This is an optimization exercise on Yosys and OpenROAD, whose aim is small area, a short achievable clock period and few clock cycles, not a production implementation.
In this exercise RTL edits were held to simulation tests only and were not proved equivalent to the original.
Power is estimated from default activity; no workload was simulated.

==> job 2630: inputs <==
==> flow/design.v (excerpt) <==
module folio_dec (
    input  wire        clk,
    input  wire        rst,
    input  wire        start,
    input  wire        cfg_explicit,
    input  wire [1:0]  cfg_book,
    input  wire [17:0] cfg_len,       
    output wire        idle,
    input  wire        in_valid,
    input  wire [7:0]  in_data,
    output reg         in_ready,
    output reg         tok_valid,
    input  wire        tok_ready,
    output reg         tok_copy,
    output wire [3:0]  tok_lit,
    output reg  [15:0] tok_dist,
    output reg  [12:0] tok_len,
    output reg         done,
    output reg  [2:0]  res_code,
    output reg  [7:0]  res_detail,
    output wire [31:0] res_nibble,
    output wire [31:0] res_bit
);
    localparam integer W = 34;           
    integer i;
    function [24:0] ksa;
        input [23:0] a;
        input [23:0] b;
        input        ci;
        reg   [23:0] g, p, gg, pp;
        integer s, t;
        begin
            g  = a & b;
            p  = a ^ b;
            gg = g;
            pp = p;
            gg[0] = g[0] | (p[0] & ci);
            for (s = 1; s < 24; s = s * 2)
                for (t = 23; t >= s; t = t - 1) begin
                    gg[t] = gg[t] | (pp[t] & gg[t - s]);
                    pp[t] = pp[t] & pp[t - s];
                end
            ksa = {gg[23], p ^ {gg[22:0], ci}};
        end
    endfunction
    function ge;
        input [23:0] a;
        input [23:0] b;
        reg   [24:0] r;
        begin
            r  = ksa(a, ~b, 1'b1);
            ge = r[24];
  ...
export LEC_CHECK = 0
export CAP_MARGIN = 20
export CORE_MARGIN = 2
export CORE_UTILIZATION = 40
export SETUP_SLACK_MARGIN = 5
export SLEW_MARGIN = 20
create_clock -name core_clock -period 10.0 [get_ports {clk}]
run.sh (not shown) runs the stock make flow with config.mk's settings and CLKGATE_MAP_FILE= SYNTH_SCRIPT=/design/flow/synth_recipe.tcl, a recipe that flattens the netlist after the stock synthesis.
==> job 7122: changes against job 2630 <==
--- a/flow/design.v
+++ b/flow/design.v
@@ -69,12 +69,14 @@
     reg [1:0]  nib;
     reg [17:0] remain;           
     reg [W-1:0] bb;              
     reg [5:0]  bc;               
     reg        bv, btr;
     reg [6:0]  bidx;
+    reg [7:0]  bhi;              
+    reg [15:0] blo;              
     reg [3:0]  bL;
     reg        cv, ctr;
     reg [6:0]  csym;
     reg [25:0] cext;
     reg [3:0]  cL;
     reg        dv, dtr, dres;
@@ -82,15 +84,12 @@
     reg [12:0] dn;
     reg [15:0] dd;
     reg [5:0]  dtot;
     reg [16:0] pos;
     reg [20:0] committed;
     reg [7:0]  ahead;
-    reg        sv, scopy;
-    reg [15:0] sdist;
-    reg [12:0] slen;
     reg        rff;
     assign idle = st_idle;
     assign tok_lit = tok_dist[3:0];
     assign res_nibble = rff ? 32'hFFFF_FFFF : {15'd0, pos};
     assign res_bit    = rff ? 32'hFFFF_FFFF : {11'd0, committed};
     function [5:0] sym_e;
@@ -2719,12 +2718,676 @@
                 (k == 9'd501) |
                 (k == 9'd502) |
                 (k == 9'd503) |
                 (k == 9'd504);
         end
     endfunction
+    function [5:0] book_e;
+        input [1:0] b;
+        input [6:0] x;
+        reg [8:0] k;
+        begin
+            k = {b, x};
+            book_e[0] = (k == 9'd89) |
+                (k == 9'd99) |
+                (k == 9'd109) |
+                (k == 9'd119) |
+                (k == 9'd153) |
+                (k == 9'd195) |
+                (k == 9'd205) |
+                (k == 9'd215) |
+                (k == 9'd305) |
+                (k == 9'd315) |
+                (k == 9'd325) |
+                (k == 9'd375) |
+                (k == 9'd473) |
+                (k == 9'd483) |
+                (k == 9'd493) |
+                (k == 9'd503);
+            book_e[1] = (k == 9'd2) |
+                (k == 9'd3) |
+                (k == 9'd6) |
+                (k == 9'd7) |
+                (k == 9'd10) |
+                (k == 9'd11) |
+                (k == 9'd14) |
+                (k == 9'd15) |
+                (k == 9'd18) |
+                (k == 9'd19) |
+                (k == 9'd22) |
+                (k == 9'd23) |
+                (k == 9'd26) |
+                (k == 9'd27) |
+                (k == 9'd30) |
+                (k == 9'd31) |
+                (k == 9'd34) |
+                (k == 9'd35) |
+                (k == 9'd38) |
+                (k == 9'd39) |
+                (k == 9'd68) |
+                (k == 9'd70) |
+                (k == 9'd72) |
+                (k == 9'd74) |
+                (k == 9'd92) |
+                (k == 9'd94) |
+                (k == 9'd96) |
+                (k == 9'd98) |
+                (k == 9'd102) |
+                (k == 9'd104) |
+                (k == 9'd106) |
+                (k == 9'd108) |
+                (k == 9'd112) |
+                (k == 9'd114) |
+                (k == 9'd116) |
+                (k == 9'd118) |
+                (k == 9'd146) |
+                (k == 9'd148) |
+                (k == 9'd150) |
+                (k == 9'd152) |
+                (k == 9'd168) |
+                (k == 9'd169) |
+                (k == 9'd172) |
+                (k == 9'd173) |
+                (k == 9'd176) |
+                (k == 9'd177) |
+                (k == 9'd180) |
+                (k == 9'd181) |
+                (k == 9'd184) |
+                (k == 9'd185) |
+                (k == 9'd188) |
+                (k == 9'd190) |
+                (k == 9'd192) |
+                (k == 9'd194) |
+                (k == 9'd198) |
+                (k == 9'd200) |
+                (k == 9'd202) |
+                (k == 9'd204) |
+                (k == 9'd208) |
+                (k == 9'd210) |
+                (k == 9'd212) |
+                (k == 9'd214) |
+                (k == 9'd229) |
+                (k == 9'd230) |
+                (k == 9'd233) |
+                (k == 9'd234) |
+                (k == 9'd237) |
+                (k == 9'd238) |
+                (k == 9'd241) |
+                (k == 9'd242) |
+                (k == 9'd245) |
+                (k == 9'd246) |
+                (k == 9'd298) |
+                (k == 9'd300) |
+                (k == 9'd302) |
+                (k == 9'd304) |
+                (k == 9'd308) |
+                (k == 9'd310) |
+                (k == 9'd312) |
+                (k == 9'd314) |
+                (k == 9'd318) |
+                (k == 9'd320) |
+                (k == 9'd322) |
+                (k == 9'd324) |
+                (k == 9'd327) |
+                (k == 9'd328) |
+                (k == 9'd331) |
+                (k == 9'd332) |
+                (k == 9'd335) |
+                (k == 9'd336) |
+                (k == 9'd339) |
+                (k == 9'd340) |
+                (k == 9'd343) |
+                (k == 9'd344) |
+                (k == 9'd347) |
+                (k == 9'd348) |
+                (k == 9'd351) |
+                (k == 9'd352) |
+                (k == 9'd355) |
+                (k == 9'd356) |
+                (k == 9'd359) |
+                (k == 9'd360) |
+                (k == 9'd363) |
+                (k == 9'd364) |
+                (k == 9'd368) |
+                (k == 9'd370) |
+                (k == 9'd372) |
+                (k == 9'd374) |
+                (k == 9'd412) |
+                (k == 9'd413) |
+                (k == 9'd416) |
+                (k == 9'd417) |
+                (k == 9'd420) |
+                (k == 9'd421) |
+                (k == 9'd424) |
+                (k == 9'd425) |
+                (k == 9'd428) |
+                (k == 9'd429) |
+                (k == 9'd444) |
+                (k == 9'd445) |
+                (k == 9'd448) |
+                (k == 9'd449) |
+                (k == 9'd452) |
+                (k == 9'd453) |
+                (k == 9'd456) |
+                (k == 9'd457) |
+                (k == 9'd460) |
+                (k == 9'd461) |
+                (k == 9'd466) |
+                (k == 9'd468) |
+                (k == 9'd470) |
+                (k == 9'd472) |
+                (k == 9'd476) |
+                (k == 9'd478) |
+                (k == 9'd480) |
+                (k == 9'd482) |
+                (k == 9'd486) |
+                (k == 9'd488) |
+                (k == 9'd490) |
+                (k == 9'd492) |
+                (k == 9'd496) |
+                (k == 9'd498) |
+                (k == 9'd500) |
+                (k == 9'd502);
+            book_e[2] = (k == 9'd4) |
+                (k == 9'd5) |
+                (k == 9'd6) |
+                (k == 9'd7) |
+                (k == 9'd12) |
+                (k == 9'd13) |
+                (k == 9'd14) |
+                (k == 9'd15) |
+                (k == 9'd20) |
+                (k == 9'd21) |
+                (k == 9'd24) |
+                (k == 9'd25) |
+                (k == 9'd26) |
+                (k == 9'd27) |
+                (k == 9'd32) |
+                (k == 9'd33) |
+                (k == 9'd34) |
+                (k == 9'd35) |
+                (k == 9'd40) |
+                (k == 9'd41) |
+                (k == 9'd69) |
+                (k == 9'd70) |
+                (k == 9'd73) |
+                (k == 9'd74) |
+                (k == 9'd89) |
+                (k == 9'd93) |
+                (k == 9'd94) |
+                (k == 9'd97) |
+                (k == 9'd98) |
+                (k == 9'd99) |
+                (k == 9'd103) |
+                (k == 9'd104) |
+                (k == 9'd107) |
+                (k == 9'd108) |
+                (k == 9'd109) |
+                (k == 9'd113) |
+                (k == 9'd114) |
+                (k == 9'd117) |
+                (k == 9'd118) |
+                (k == 9'd119) |
+                (k == 9'd147) |
+                (k == 9'd148) |
+                (k == 9'd151) |
+                (k == 9'd152) |
+                (k == 9'd153) |
+                (k == 9'd170) |
+                (k == 9'd171) |
+                (k == 9'd172) |
+                (k == 9'd173) |
+                (k == 9'd178) |
+                (k == 9'd179) |
+                (k == 9'd180) |
+                (k == 9'd181) |
+                (k == 9'd186) |
+                (k == 9'd187) |
+                (k == 9'd189) |
+                (k == 9'd190) |
+                (k == 9'd193) |
+                (k == 9'd194) |
+                (k == 9'd195) |
+                (k == 9'd199) |
+                (k == 9'd200) |
+                (k == 9'd203) |
+                (k == 9'd204) |
+                (k == 9'd205) |
+                (k == 9'd209) |
+                (k == 9'd210) |
+                (k == 9'd213) |
+                (k == 9'd214) |
+                (k == 9'd215) |
+                (k == 9'd231) |
+                (k == 9'd232) |
+                (k == 9'd233) |
+                (k == 9'd234) |
+                (k == 9'd239) |
+                (k == 9'd240) |
+                (k == 9'd241) |
+                (k == 9'd242) |
+                (k == 9'd247) |
+                (k == 9'd248) |
+                (k == 9'd299) |
+                (k == 9'd300) |
+                (k == 9'd303) |
+                (k == 9'd304) |
+                (k == 9'd305) |
+                (k == 9'd309) |
+                (k == 9'd310) |
+                (k == 9'd313) |
+                (k == 9'd314) |
+                (k == 9'd315) |
+                (k == 9'd319) |
+                (k == 9'd320) |
+                (k == 9'd323) |
+                (k == 9'd324) |
+                (k == 9'd325) |
+                (k == 9'd329) |
+                (k == 9'd330) |
+                (k == 9'd331) |
+                (k == 9'd332) |
+                (k == 9'd337) |
+                (k == 9'd338) |
+                (k == 9'd339) |
+                (k == 9'd340) |
+                (k == 9'd345) |
+                (k == 9'd346) |
+                (k == 9'd349) |
+                (k == 9'd350) |
+                (k == 9'd351) |
+                (k == 9'd352) |
+                (k == 9'd357) |
+                (k == 9'd358) |
+                (k == 9'd359) |
+                (k == 9'd360) |
+                (k == 9'd365) |
+                (k == 9'd366) |
+                (k == 9'd369) |
+                (k == 9'd370) |
+                (k == 9'd373) |
+                (k == 9'd374) |
+                (k == 9'd375) |
+                (k == 9'd414) |
+                (k == 9'd415) |
+                (k == 9'd416) |
+                (k == 9'd417) |
+                (k == 9'd422) |
+                (k == 9'd423) |
+                (k == 9'd424) |
+                (k == 9'd425) |
+                (k == 9'd430) |
+                (k == 9'd431) |
+                (k == 9'd446) |
+                (k == 9'd447) |
+                (k == 9'd448) |
+                (k == 9'd449) |
+                (k == 9'd454) |
+                (k == 9'd455) |
+                (k == 9'd456) |
+                (k == 9'd457) |
+                (k == 9'd462) |
+                (k == 9'd463) |
+                (k == 9'd467) |
+                (k == 9'd468) |
+                (k == 9'd471) |
+                (k == 9'd472) |
+                (k == 9'd473) |
+                (k == 9'd477) |
+                (k == 9'd478) |
+                (k == 9'd481) |
+                (k == 9'd482) |
+                (k == 9'd483) |
+                (k == 9'd487) |
+                (k == 9'd488) |
+                (k == 9'd491) |
+                (k == 9'd492) |
+                (k == 9'd493) |
+                (k == 9'd497) |
+                (k == 9'd498) |
+                (k == 9'd501) |
+                (k == 9'd502) |
+                (k == 9'd503);
+            book_e[3] = (k == 9'd8) |
+                (k == 9'd9) |
+                (k == 9'd10) |
+                (k == 9'd11) |
+                (k == 9'd12) |
+                (k == 9'd13) |
+                (k == 9'd14) |
+                (k == 9'd15) |
+                (k == 9'd28) |
+                (k == 9'd29) |
+                (k == 9'd30) |
+                (k == 9'd31) |
+                (k == 9'd32) |
+                (k == 9'd33) |
+                (k == 9'd34) |
+                (k == 9'd35) |
+                (k == 9'd66) |
+                (k == 9'd67) |
+                (k == 9'd68) |
+                (k == 9'd69) |
+                (k == 9'd70) |
+                (k == 9'd89) |
+                (k == 9'd95) |
+                (k == 9'd96) |
+                (k == 9'd97) |
+                (k == 9'd98) |
+                (k == 9'd100) |
+                (k == 9'd101) |
+                (k == 9'd102) |
+                (k == 9'd103) |
+                (k == 9'd104) |
+                (k == 9'd109) |
+                (k == 9'd115) |
+                (k == 9'd116) |
+                (k == 9'd117) |
+                (k == 9'd118) |
+                (k == 9'd144) |
+                (k == 9'd145) |
+                (k == 9'd146) |
+                (k == 9'd147) |
+                (k == 9'd148) |
+                (k == 9'd153) |
+                (k == 9'd174) |
+                (k == 9'd175) |
+                (k == 9'd176) |
+                (k == 9'd177) |
+                (k == 9'd178) |
+                (k == 9'd179) |
+                (k == 9'd180) |
+                (k == 9'd181) |
+                (k == 9'd191) |
+                (k == 9'd192) |
+                (k == 9'd193) |
+                (k == 9'd194) |
+                (k == 9'd196) |
+                (k == 9'd197) |
+                (k == 9'd198) |
+                (k == 9'd199) |
+                (k == 9'd200) |
+                (k == 9'd205) |
+                (k == 9'd211) |
+                (k == 9'd212) |
+                (k == 9'd213) |
+                (k == 9'd214) |
+                (k == 9'd235) |
+                (k == 9'd236) |
+                (k == 9'd237) |
+                (k == 9'd238) |
+                (k == 9'd239) |
+                (k == 9'd240) |
+                (k == 9'd241) |
+                (k == 9'd242) |
+                (k == 9'd296) |
+                (k == 9'd297) |
+                (k == 9'd298) |
+                (k == 9'd299) |
+                (k == 9'd300) |
+                (k == 9'd305) |
+                (k == 9'd311) |
+                (k == 9'd312) |
+                (k == 9'd313) |
+                (k == 9'd314) |
+                (k == 9'd316) |
+                (k == 9'd317) |
+                (k == 9'd318) |
+                (k == 9'd319) |
+                (k == 9'd320) |
+                (k == 9'd325) |
+                (k == 9'd333) |
+                (k == 9'd334) |
+                (k == 9'd335) |
+                (k == 9'd336) |
+                (k == 9'd337) |
+                (k == 9'd338) |
+                (k == 9'd339) |
+                (k == 9'd340) |
+                (k == 9'd353) |
+                (k == 9'd354) |
+                (k == 9'd355) |
+                (k == 9'd356) |
+                (k == 9'd357) |
+                (k == 9'd358) |
+                (k == 9'd359) |
+                (k == 9'd360) |
+                (k == 9'd371) |
+                (k == 9'd372) |
+                (k == 9'd373) |
+                (k == 9'd374) |
+                (k == 9'd418) |
+                (k == 9'd419) |
+                (k == 9'd420) |
+                (k == 9'd421) |
+                (k == 9'd422) |
+                (k == 9'd423) |
+                (k == 9'd424) |
+                (k == 9'd425) |
+                (k == 9'd450) |
+                (k == 9'd451) |
+                (k == 9'd452) |
+                (k == 9'd453) |
+                (k == 9'd454) |
+                (k == 9'd455) |
+                (k == 9'd456) |
+                (k == 9'd457) |
+                (k == 9'd464) |
+                (k == 9'd465) |
+                (k == 9'd466) |
+                (k == 9'd467) |
+                (k == 9'd468) |
+                (k == 9'd473) |
+                (k == 9'd479) |
+                (k == 9'd480) |
+                (k == 9'd481) |
+                (k == 9'd482) |
+                (k == 9'd484) |
+                (k == 9'd485) |
+                (k == 9'd486) |
+                (k == 9'd487) |
+                (k == 9'd488) |
+                (k == 9'd493) |
+                (k == 9'd499) |
+                (k == 9'd500) |
+                (k == 9'd501) |
+                (k == 9'd502);
+            book_e[4] = (k == 9'd16) |
+                (k == 9'd17) |
+                (k == 9'd18) |
+                (k == 9'd19) |
+                (k == 9'd20) |
+                (k == 9'd21) |
+                (k == 9'd36) |
+                (k == 9'd37) |
+                (k == 9'd38) |
+                (k == 9'd39) |
+                (k == 9'd40) |
+                (k == 9'd41) |
+                (k == 9'd71) |
+                (k == 9'd72) |
+                (k == 9'd73) |
+                (k == 9'd74) |
+                (k == 9'd89) |
+                (k == 9'd90) |
+                (k == 9'd91) |
+                (k == 9'd92) |
+                (k == 9'd93) |
+                (k == 9'd94) |
+                (k == 9'd95) |
+                (k == 9'd96) |
+                (k == 9'd97) |
+                (k == 9'd98) |
+                (k == 9'd100) |
+                (k == 9'd101) |
+                (k == 9'd102) |
+                (k == 9'd103) |
+                (k == 9'd104) |
+                (k == 9'd119) |
+                (k == 9'd149) |
+                (k == 9'd150) |
+                (k == 9'd151) |
+                (k == 9'd152) |
+                (k == 9'd153) |
+                (k == 9'd154) |
+                (k == 9'd155) |
+                (k == 9'd182) |
+                (k == 9'd183) |
+                (k == 9'd184) |
+                (k == 9'd185) |
+                (k == 9'd186) |
+                (k == 9'd187) |
+                (k == 9'd188) |
+                (k == 9'd189) |
+                (k == 9'd190) |
+                (k == 9'd191) |
+                (k == 9'd192) |
+                (k == 9'd193) |
+                (k == 9'd194) |
+                (k == 9'd196) |
+                (k == 9'd197) |
+                (k == 9'd198) |
+                (k == 9'd199) |
+                (k == 9'd200) |
+                (k == 9'd215) |
+                (k == 9'd243) |
+                (k == 9'd244) |
+                (k == 9'd245) |
+                (k == 9'd246) |
+                (k == 9'd247) |
+                (k == 9'd248) |
+                (k == 9'd301) |
+                (k == 9'd302) |
+                (k == 9'd303) |
+                (k == 9'd304) |
+                (k == 9'd305) |
+                (k == 9'd306) |
+                (k == 9'd307) |
+                (k == 9'd308) |
+                (k == 9'd309) |
+                (k == 9'd310) |
+                (k == 9'd311) |
+                (k == 9'd312) |
+                (k == 9'd313) |
+                (k == 9'd314) |
+                (k == 9'd316) |
+                (k == 9'd317) |
+                (k == 9'd318) |
+                (k == 9'd319) |
+                (k == 9'd320) |
+                (k == 9'd341) |
+                (k == 9'd342) |
+                (k == 9'd343) |
+                (k == 9'd344) |
+                (k == 9'd345) |
+                (k == 9'd346) |
+                (k == 9'd361) |
+                (k == 9'd362) |
+                (k == 9'd363) |
+                (k == 9'd364) |
+                (k == 9'd365) |
+                (k == 9'd366) |
+                (k == 9'd375) |
+                (k == 9'd426) |
+                (k == 9'd427) |
+                (k == 9'd428) |
+                (k == 9'd429) |
+                (k == 9'd430) |
+                (k == 9'd431) |
+                (k == 9'd458) |
+                (k == 9'd459) |
+                (k == 9'd460) |
+                (k == 9'd461) |
+                (k == 9'd462) |
+                (k == 9'd463) |
+                (k == 9'd469) |
+                (k == 9'd470) |
+                (k == 9'd471) |
+                (k == 9'd472) |
+                (k == 9'd473) |
+                (k == 9'd474) |
+                (k == 9'd475) |
+                (k == 9'd476) |
+                (k == 9'd477) |
+                (k == 9'd478) |
+                (k == 9'd479) |
+                (k == 9'd480) |
+                (k == 9'd481) |
+                (k == 9'd482) |
+                (k == 9'd484) |
+                (k == 9'd485) |
+                (k == 9'd486) |
+                (k == 9'd487) |
+                (k == 9'd488) |
+                (k == 9'd503);
+            book_e[5] = (k == 9'd99) |
+                (k == 9'd105) |
+                (k == 9'd106) |
+                (k == 9'd107) |
+                (k == 9'd108) |
+                (k == 9'd109) |
+                (k == 9'd110) |
+                (k == 9'd111) |
+                (k == 9'd112) |
+                (k == 9'd113) |
+                (k == 9'd114) |
+                (k == 9'd115) |
+                (k == 9'd116) |
+                (k == 9'd117) |
+                (k == 9'd118) |
+                (k == 9'd119) |
+                (k == 9'd195) |
+                (k == 9'd201) |
+                (k == 9'd202) |
+                (k == 9'd203) |
+                (k == 9'd204) |
+                (k == 9'd205) |
+                (k == 9'd206) |
+                (k == 9'd207) |
+                (k == 9'd208) |
+                (k == 9'd209) |
+                (k == 9'd210) |
+                (k == 9'd211) |
+                (k == 9'd212) |
+                (k == 9'd213) |
+                (k == 9'd214) |
+                (k == 9'd215) |
+                (k == 9'd315) |
+                (k == 9'd321) |
+                (k == 9'd322) |
+                (k == 9'd323) |
+                (k == 9'd324) |
+                (k == 9'd325) |
+                (k == 9'd326) |
+                (k == 9'd367) |
+                (k == 9'd368) |
+                (k == 9'd369) |
+                (k == 9'd370) |
+                (k == 9'd371) |
+                (k == 9'd372) |
+                (k == 9'd373) |
+                (k == 9'd374) |
+                (k == 9'd375) |
+                (k == 9'd483) |
+                (k == 9'd489) |
+                (k == 9'd490) |
+                (k == 9'd491) |
+                (k == 9'd492) |
+                (k == 9'd493) |
+                (k == 9'd494) |
+                (k == 9'd495) |
+                (k == 9'd496) |
+                (k == 9'd497) |
+                (k == 9'd498) |
+                (k == 9'd499) |
+                (k == 9'd500) |
+                (k == 9'd501) |
+                (k == 9'd502) |
+                (k == 9'd503);
+        end
+    endfunction
     function [6:0] book_ends;
         input [1:0] b;
         input [3:0] n;
         reg [5:0] k;
         begin
             k = {b, n};
@@ -2965,34 +3628,49 @@
                 a_le  = a_le | vm[W - i];
             end
         end
         sum_n = ksa({17'd0, a_w}, {17'd0, a_b}, 1'b0);
         a_idx = sum_n[6:0];
     end
-    wire [6:0] b_sym = expl ? tab[bidx] : book_sym(book, bidx);
-    wire [5:0] b_ek  = sym_e(b_sym);
+    reg  [6:0] b_tsym;
+    always @(*) begin
+        b_tsym = 7'd0;
+        for (i = 0; i < 121; i = i + 1)
+            if (bhi[i / 16] && blo[i % 16])
+                b_tsym = b_tsym | tab[i];
+    end
+    wire [6:0] b_sym = expl ? b_tsym : book_sym(book, bidx);
+    wire [5:0] b_ek  = expl ? sym_e(b_tsym) : book_e(book, bidx);
     wire [4:0] b_E   = b_ek[5:1];
     wire       b_k9  = b_ek[0];
     wire       b_e0  = (b_E == 5'd0);
     reg        b_enough;
     always @(*) begin
         b_enough = 1'b1;
         for (i = 1; i <= 26; i = i + 1)
             if (b_E == i) b_enough = vm[W - i];
     end
     wire       b_k9r = b_k9 && vm[W - 10] && ge({14'd0, bb[W-1 -: 10]}, 24'd766);
-    wire       stall = sv;
+    wire       stall = tok_valid && !tok_ready;
     wire       b_go    = bv && !stall && (btr || b_e0 || b_enough || b_k9r || nomore);
     wire       b_shift = bv && !btr && !b_e0 && b_enough && !stall;
-    wire       a_ok   = st_dec && !stall && (!bv || (b_go && b_e0 && !btr));
+    wire       a_ok   = st_dec && !stall && (!bv || (b_e0 && !btr));
     wire       a_go   = a_ok && (a_le || nomore);
     wire       a_sh   = a_ok && a_le;
     wire [W-1:0] bb_e = bb_m << b_E;
     wire [24:0]  bc_es = ksa({18'd0, bc_m}, {19'h7ffff, ~b_E}, 1'b1);
     wire [W-1:0] bb_l = bb_m << a_L;
-    wire [24:0]  bc_ls = ksa({18'd0, bc_m}, {20'hfffff, ~a_L}, 1'b1);
+    reg  [5:0]   bc_lsel;
+    reg  [24:0]  bc_sub;
+    always @(*) begin
+        bc_lsel = 6'd0;
+        for (i = 1; i <= 15; i = i + 1) begin
+            bc_sub = ksa({18'd0, bc_m}, ~(24'd0 + i), 1'b1);
+            if (oh[i]) bc_lsel = bc_lsel | bc_sub[5:0];
+        end
+    end
     wire [43:0] c_t   = sym_c(csym);
     wire        c_lit = c_t[43];
     wire        c_run = c_t[42];
     wire        c_up  = c_t[41];
     wire        c_mat = c_t[40];
     wire        c_eot = c_t[39];
@@ -3057,13 +3735,13 @@
     wire [24:0] d_ct   = ksa({3'd0, committed}, {18'd0, dtot}, 1'b0);       
     wire [24:0] d_ca   = ksa({3'd0, committed}, {16'd0, ahead}, 1'b0);      
     wire [24:0] d_cu   = ksa({6'd0, d_ct[20:3]}, 24'd0, d_ct[2:0] != 3'd0);  
     wire [24:0] a_p8   = ksa({16'd0, ahead}, 24'd8, 1'b0);
     wire [24:0] a_m8   = ksa({16'd0, d_ahm[7:0]}, 24'd8, 1'b0);
     wire        t_free  = !tok_valid || tok_ready;
-    wire        all_out = !sv && t_free;
+    wire        all_out = t_free;
     wire [3:0]  l_len = half ? ib0[3:0] : ib0[7:4];
     wire        l_go  = st_load && (nib != 2'd0);
     wire        l_ins = l_go && (l_len != 4'd0);
     wire        l_last = (sidx == 7'd120);
     reg  [6:0]  l_P;
     always @(*) begin
@@ -3121,13 +3799,12 @@
             st_fin    <= 1'b0;
             nib       <= 2'd0;
             bv        <= 1'b0;
             cv        <= 1'b0;
             dv        <= 1'b0;
             tok_valid <= 1'b0;
-            sv        <= 1'b0;
             done      <= 1'b0;
         end else begin
             done <= 1'b0;
             if (st_idle && start) begin
                 st_idle   <= 1'b0;
                 st_load   <= cfg_explicit;
@@ -3196,51 +3873,47 @@
             if (st_dec) begin
                 if (b_shift) begin
                     bb <= bb_e;
                     bc <= bc_es[5:0];
                 end else if (a_sh) begin
                     bb <= bb_l;
-                    bc <= bc_ls[5:0];
+                    bc <= bc_lsel;
                 end else begin
                     bb <= bb_m;
                     bc <= bc_m;
                 end
             end
             if (a_ok) begin
                 bv <= a_go;
-                if (a_go) begin
-                    btr  <= !a_le;
-                    bidx <= a_idx;
-                    bL   <= a_L;
-                end
+                btr  <= !a_le;
+                bidx <= a_idx;
+                bhi  <= 8'd1 << a_idx[6:4];
+                blo  <= 16'd1 << a_idx[3:0];
+                bL   <= a_L;
             end else if (b_go) begin
                 bv <= 1'b0;
             end
             if (!stall) begin
-                cv <= b_go;
-                if (b_go) begin
-                    ctr  <= btr || !(b_e0 || b_enough || b_k9r);
-                    csym <= b_sym;
-                    cext <= bb[W-1 -: 26];
-                    cL   <= bL;
-                end
+                cv   <= b_go;
+                ctr  <= btr || !(b_e0 || b_enough || b_k9r);
+                csym <= b_sym;
+                cext <= bb[W-1 -: 26];
+                cL   <= bL;
             end
             if (!stall) begin
-                dv <= cv;
-                if (cv) begin
-                    dtr  <= ctr;
-                    dres <= c_res;
-                    dlit <= c_lit;
-                    drun <= c_run;
-                    dup  <= c_up;
-                    dmat <= c_mat;
-                    deot <= c_eot;
-                    dn   <= c_ns[12:0];
-                    dd   <= c_ds[15:0];
-                    dtot <= c_ts[5:0];
-                end
+                dv   <= cv;
+                dtr  <= ctr;
+                dres <= c_res;
+                dlit <= c_lit;
+                drun <= c_run;
+                dup  <= c_up;
+                dmat <= c_mat;
+                deot <= c_eot;
+                dn   <= c_ns[12:0];
+                dd   <= c_ds[15:0];
+                dtot <= c_ts[5:0];
             end
             if (!st_idle) begin
                 case ({d_tok, acc && !st_load})
                     2'b00: ahead <= ahead;
                     2'b01: ahead <= a_p8[7:0];
                     2'b10: ahead <= d_ahm[7:0];
@@ -3274,29 +3947,16 @@
             if (st_fin && all_out) begin
                 st_fin  <= 1'b0;
                 done    <= 1'b1;
                 st_idle <= 1'b1;
             end
             if (t_free) begin
-                if (sv) begin
-                    tok_valid <= 1'b1;
-                    tok_copy  <= scopy;
-                    tok_dist  <= sdist;
-                    tok_len   <= slen;
-                    sv        <= 1'b0;
-                end else begin
-                    tok_valid <= d_tok;
-                    tok_copy  <= !dlit;
-                    tok_dist  <= dd;
-                    tok_len   <= dn;
-                end
-            end else if (d_tok) begin
-                sv    <= 1'b1;
-                scopy <= !dlit;
-                sdist <= dd;
-                slen  <= dn;
+                tok_valid <= d_tok;
+                tok_copy  <= !dlit;
+                tok_dist  <= dd;
+                tok_len   <= dn;
             end
         end
     end
     reg rdy_n;
     always @(*) begin
         rdy_n = 1'b0;
CORE_UTILIZATION = 35   (was 40)
PLACE_DENSITY = 0.5   (was unset)
==> summary of the runs <==
Job 7122 completed with no timing, DRC or antenna violations. Job 2630 completed without violations. In job 7122 the critical path depth is lower than in job 2630, by 10. Against job 2630, the first-iteration DRC count of job 7122 is lower by 23%. In job 2630 the non-clock buffer count is higher than in job 7122, by 138. Between job 7122 and job 2630, the lower count of clock-buffer cells in the layout is in job 2630 (gap 5). Worst setup slack: job 7122 is better than job 2630 (1.4 ns). Against job 2630, the via count of job 7122 is smaller by about 9%. Design area: job 2630 is larger than job 7122 (about 3.5%). Of job 2630 and job 7122, job 7122 has the higher hold slack (gap 0.014 ns). In job 2630 the total power is lower than in job 7122, by 6.6%. Of job 7122 and job 2630, job 2630 has the higher flip-flop and latch count (gap 7).
Testbench counts of job 2630, summed over its fixed seeds: cycles 46,686.
Testbench counts of job 7122, summed over its fixed seeds: cycles 46,686.

what the ideal ports hide:
In the flow no input, the clock included, has a driving cell. The finished layouts below were timed again as built, in two steps.
Step 1 sets driving cells, clkbuf_16 on the clock port and buf_2 on the other inputs (assumed; they add their load-dependent delay and slew).
Step 2 moves the port delays by t, midway between the first and last clock arrival at a register: inputs arrive t later, outputs are due t later. That takes back most of the time a late clock gives input paths.
Slacks: ideal ports / drivers / drivers and shift; pairs: ideal ports / drivers.
| run | shift t [ns] | setup slack, ns | worst setup path after step 2 |
|---|---|---|---|
| job 2630 | 0.949 | 2.353 / 2.353 / 2.353 | register to register |
| job 7122 | 0.941 | 3.780 / 3.780 / 3.780 | register to register |
After both steps setup and hold are still met in every run listed.
